From an optimization exercise on the open Yosys and OpenROAD flow, aimed at small area and a short achievable clock period; shortcuts taken in it are not production practice.
At most, simulation tests tie the RTL to the original design; equivalence was not proved.

## old
Design lk_acc_cell, start of the top module:
module lk_acc_cell (
    input  wire        clk,
    input  wire        rst,       
    input  wire [1:0]  op,        
    input  wire        fmt_a,     
    input  wire        fmt_b,
    input  wire [15:0] a,
    input  wire [15:0] b,
    output wire [39:0] acc,
    output reg  [31:0] f32
);
    wire        s1_first_d, s1_load_d, p_top_d, p_s_d;
    wire [1:0]  p_cls0_d, p_cls1_d, p_ovr_d;
    wire [9:0]  p_e0_d, p_e1_d;
    wire [21:0] p_m_d;
    lk_mul u_s1 (.op(op), .fmt_a(fmt_a), .fmt_b(fmt_b), .a(a), .b(b),
                 .first(s1_first_d), .load(s1_load_d), .cls0(p_cls0_d), .cls1(p_cls1_d),
                 .ovr(p_ovr_d), .top(p_top_d), .sign(p_s_d), .e0(p_e0_d), .e1(p_e1_d), .m(p_m_d));
    reg        s1_first, s1_keep, s1_load;    
    reg [1:0]  p_cls0, p_cls1;
    reg        p_s;
    reg [1:0]  p_ovr;
    reg        p_top;
    reg [9:0]  p_e0, p_e1;
    reg [21:0] p_m;
    always @(posedge clk) begin
        if (rst) begin
  ...
For scale: about 4200 cells after synthesis, ~120 flip-flops, ~110 I/O pins.
clock: 22.0 ns
lec_check: 0
abc_area: 1
cap_margin: 20
core_margin: 2
core_utilization: 40
slew_margin: 20
standard.sh (not shown) runs the stock make flow with config.mk's settings and CLKGATE_MAP_FILE= SYNTH_SCRIPT=/design/flow/synth_recipe.tcl, a recipe that flattens the netlist after the stock synthesis.
==> flow/flow/run.sh <==
#!/bin/bash
set -euo pipefail
MARGIN=$(cat flow/margin.txt)
bash standard.sh SETUP_SLACK_MARGIN=$MARGIN finish > standard.log 2>&1
==> flow/flow/margin.txt <==
9
## Diff of input files: new against old
==> flow/flow/margin.txt <==
10
==> summary.txt <==
- new -> old: number of CTS-inserted buffers flat
- Reported for old and new, synthesized cell count turned out identical to the last digit.
- new vs. old: all-layer global routing usage went up 0.28 points; sequential share of layout area went down 0.17 points.
- Re placeable core region: no difference whatsoever between old and new.
- For old, the critical path capture point was acc_q[23], unlike new, where it was p_top.
- Cell area: old and new compared, lower one is old
No functional check of the RTL was part of any run of this note.

---

Another version of the RTL of lk_acc_cell (not shown whole).
Size: ~4200 cells after synthesis, about 120 flip-flops, roughly 110 I/O pins, roughly 0.025 mm2 of cells after synthesis.
==> flow/config.mk <==
export PLATFORM = sky130hd
export DESIGN_NAME = lk_acc_cell
export DESIGN_NICKNAME = lk_acc_cell
export VERILOG_FILES = /design/flow/design.v
export SDC_FILE = /design/flow/constraint.sdc
export NUM_CORES = 4
export LEC_CHECK = 0
export ABC_AREA = 1
export CAP_MARGIN = 20
export CORE_MARGIN = 2
export CORE_UTILIZATION = 40
export SLEW_MARGIN = 20
==> flow/constraint.sdc <==
create_clock -name core_clock -period 22.0 [get_ports {clk}]
set_input_delay 4.4000 -clock core_clock [delete_from_list [all_inputs] [get_ports {clk}]]
set_output_delay 4.4000 -clock core_clock [all_outputs]
set_load 0.01 [all_outputs]
==> flow/flow/run.sh <==
#!/bin/bash
set -euo pipefail
bash standard.sh $(cat flow/args.txt) finish > standard.log 2>&1
==> flow/flow/args.txt <==
SETUP_SLACK_MARGIN=10 TNS_END_PERCENT=0
Then changed:
==> flow/flow/args.txt (replaced) <==
SETUP_SLACK_MARGIN=10
Settings changed: CORE_UTILIZATION 40 to 55.
The changed run produced a clean layout.
Final area is lower slightly.
Routed wire length is about the same.
Global-route usage is higher by 12 points.
Then changed:
==> flow/flow/args.txt (replaced) <==
SETUP_SLACK_MARGIN=11 TNS_END_PERCENT=0
Settings changed: CORE_UTILIZATION 55 to 40.
Result:
- worst setup slack gains 0.67 ns
- cell area came out higher by roughly a tenth
- wire length came out higher by a few percent
- cell count came out higher by a little under a tenth
- via count barely changes
Then changed:
==> flow/flow/args.txt (replaced) <==
SETUP_SLACK_MARGIN=10
Via count drops by about 3.4%. Design area drops by 8.2%. Wire length fell by about 5%.

---

== MS ==
Another version of the RTL of lk_acc_cell (not shown whole).
Size: about 110 flip-flops, roughly 110 I/O pins, ~0.024 mm² of cells after synthesis.
Settings: LEC_CHECK=0, ABC_AREA=1, CAP_MARGIN=20, CORE_MARGIN=2, CORE_UTILIZATION=40, SLEW_MARGIN=20; clock period 22.0 ns.
==> flow/flow/run.sh <==
#!/bin/bash
set -euo pipefail
MARGIN=$(cat flow/margin.txt)
bash standard.sh SETUP_SLACK_MARGIN=$MARGIN finish > standard.log 2>&1
==> flow/flow/margin.txt <==
10
Relative to MS, the following input files were edited for JK:
==> flow/run.sh (new file) <==
#!/bin/bash
# synth_recipe.tcl (not shown) runs the flow's synth.tcl, then flattens the netlist and writes it again
# the make line also repeats each setting of config.mk as NAME=value (left out here)
make -C /OpenROAD-flow-scripts/flow DESIGN_CONFIG=/design/flow/config.mk WORK_HOME=/design/flow/orfs CLKGATE_MAP_FILE= SYNTH_SCRIPT=/design/flow/synth_recipe.tcl finish
removed: flow/flow/run.sh
removed: flow/flow/margin.txt
removed: flow/standard.sh
- Cell with the largest stage delay on the worst path = fa_1: MS; cell with the largest stage delay on the worst path = dfxtp_2: JK
- JK: PASS, flow complete, no timing, DRC or antenna violations
- The met1 wire length in JK was lower than what MS gave.
- Per the comparison of JK with MS, pin count of the biggest net entering global routing increased by about 80% relative to the old numbers, met1 capacity usage during global routing decreased by 0.71 points relative to the old numbers, highest clock rate decreased by about 16% relative to the old numbers.

---

lk_acc_cell, a different RTL version from the one above (not shown whole).
Size in the first run: roughly 110 I/O pins, ~25000 sq um of cells after synthesis.
export LEC_CHECK = 0
export ABC_AREA = 1
export CAP_MARGIN = 20
export CORE_MARGIN = 2
export CORE_UTILIZATION = 40
export SLEW_MARGIN = 20
create_clock -name core_clock -period 22.0 [get_ports {clk}]
==> flow/flow/run.sh <==
#!/bin/bash
set -euo pipefail
MARGIN=$(cat flow/margin.txt)
bash standard.sh SETUP_SLACK_MARGIN=$MARGIN finish > standard.log 2>&1
==> flow/flow/margin.txt <==
10
Next try:
==> flow/flow/margin.txt (replaced) <==
11
Settings changed: PLACE_DENSITY set to 0.8.
What happened:
- The new run produced a clean layout
- maximum frequency came out higher by 7.6%
- first-iteration DRC count came out higher by 9.2%
- final area grows by 7.2%
- clock skew barely changes
- critical path depth goes up by 39
- wire length decreases by 0.62%
- clock-buffer cell count is unchanged
- area after synthesis stays the same
- die area stays the same

## what the ideal ports hide
No port has a modelled driver above. Below, the same layouts with a new extraction and two added sets of constraints.
Step 1 sets driving cells, clkbuf_16 on the clock port and buf_2 on the other inputs (assumed; they add their load-dependent delay and slew).
Step 2, shift: input delay + t, output delay - t, t = (earliest + latest rising clock arrival at the registers) / 2. This alone moves slack from input paths to output paths.
a / b / c = ideal / step 1 / step 2; a / b = the first two.
run | t (ns) | setup WS [ns] | clock arrival spread, ns | slew at the worst register clock pin (ns)
old | 0.494 | 9.692 / 9.692 / 9.375 | 0.021 / 0.021 | 0.07 / 0.07
new | 0.494 | 10.372 / 10.397 / 9.903 | 0.017 / 0.016 | 0.07 / 0.07
the first run of note 2 | 0.511 | 10.459 / 10.489 / 9.978 | 0.019 / 0.018 | 0.08 / 0.08
the second run of note 2 | 0.524 | 10.578 / 10.607 / 10.084 | 0.019 / 0.019 | 0.08 / 0.08
the third run of note 2 | 0.511 | 11.249 / 11.278 / 10.767 | 0.018 / 0.018 | 0.08 / 0.08
the fourth run of note 2 | 0.513 | 10.414 / 10.446 / 9.933 | 0.017 / 0.016 | 0.08 / 0.08
MS | 0.437 | 10.147 / 10.173 / 9.736 | 0.011 / 0.012 | 0.09 / 0.09
JK | 0.443 | 7.947 / 7.947 / 7.947 | 0.017 / 0.017 | 0.09 / 0.09
the first run of note 4 | 0.498 | 10.485 / 10.516 / 10.018 | 0.021 / 0.020 | 0.07 / 0.07
the second run of note 4 | 0.493 | 11.300 / 11.300 / 10.875 | 0.021 / 0.021 | 0.07 / 0.07
After both steps setup and hold are still met in every run listed. The setup slack of the second run of note 2, which loses most, moves by +0.029 ns with the drivers and by -0.494 ns with both steps.
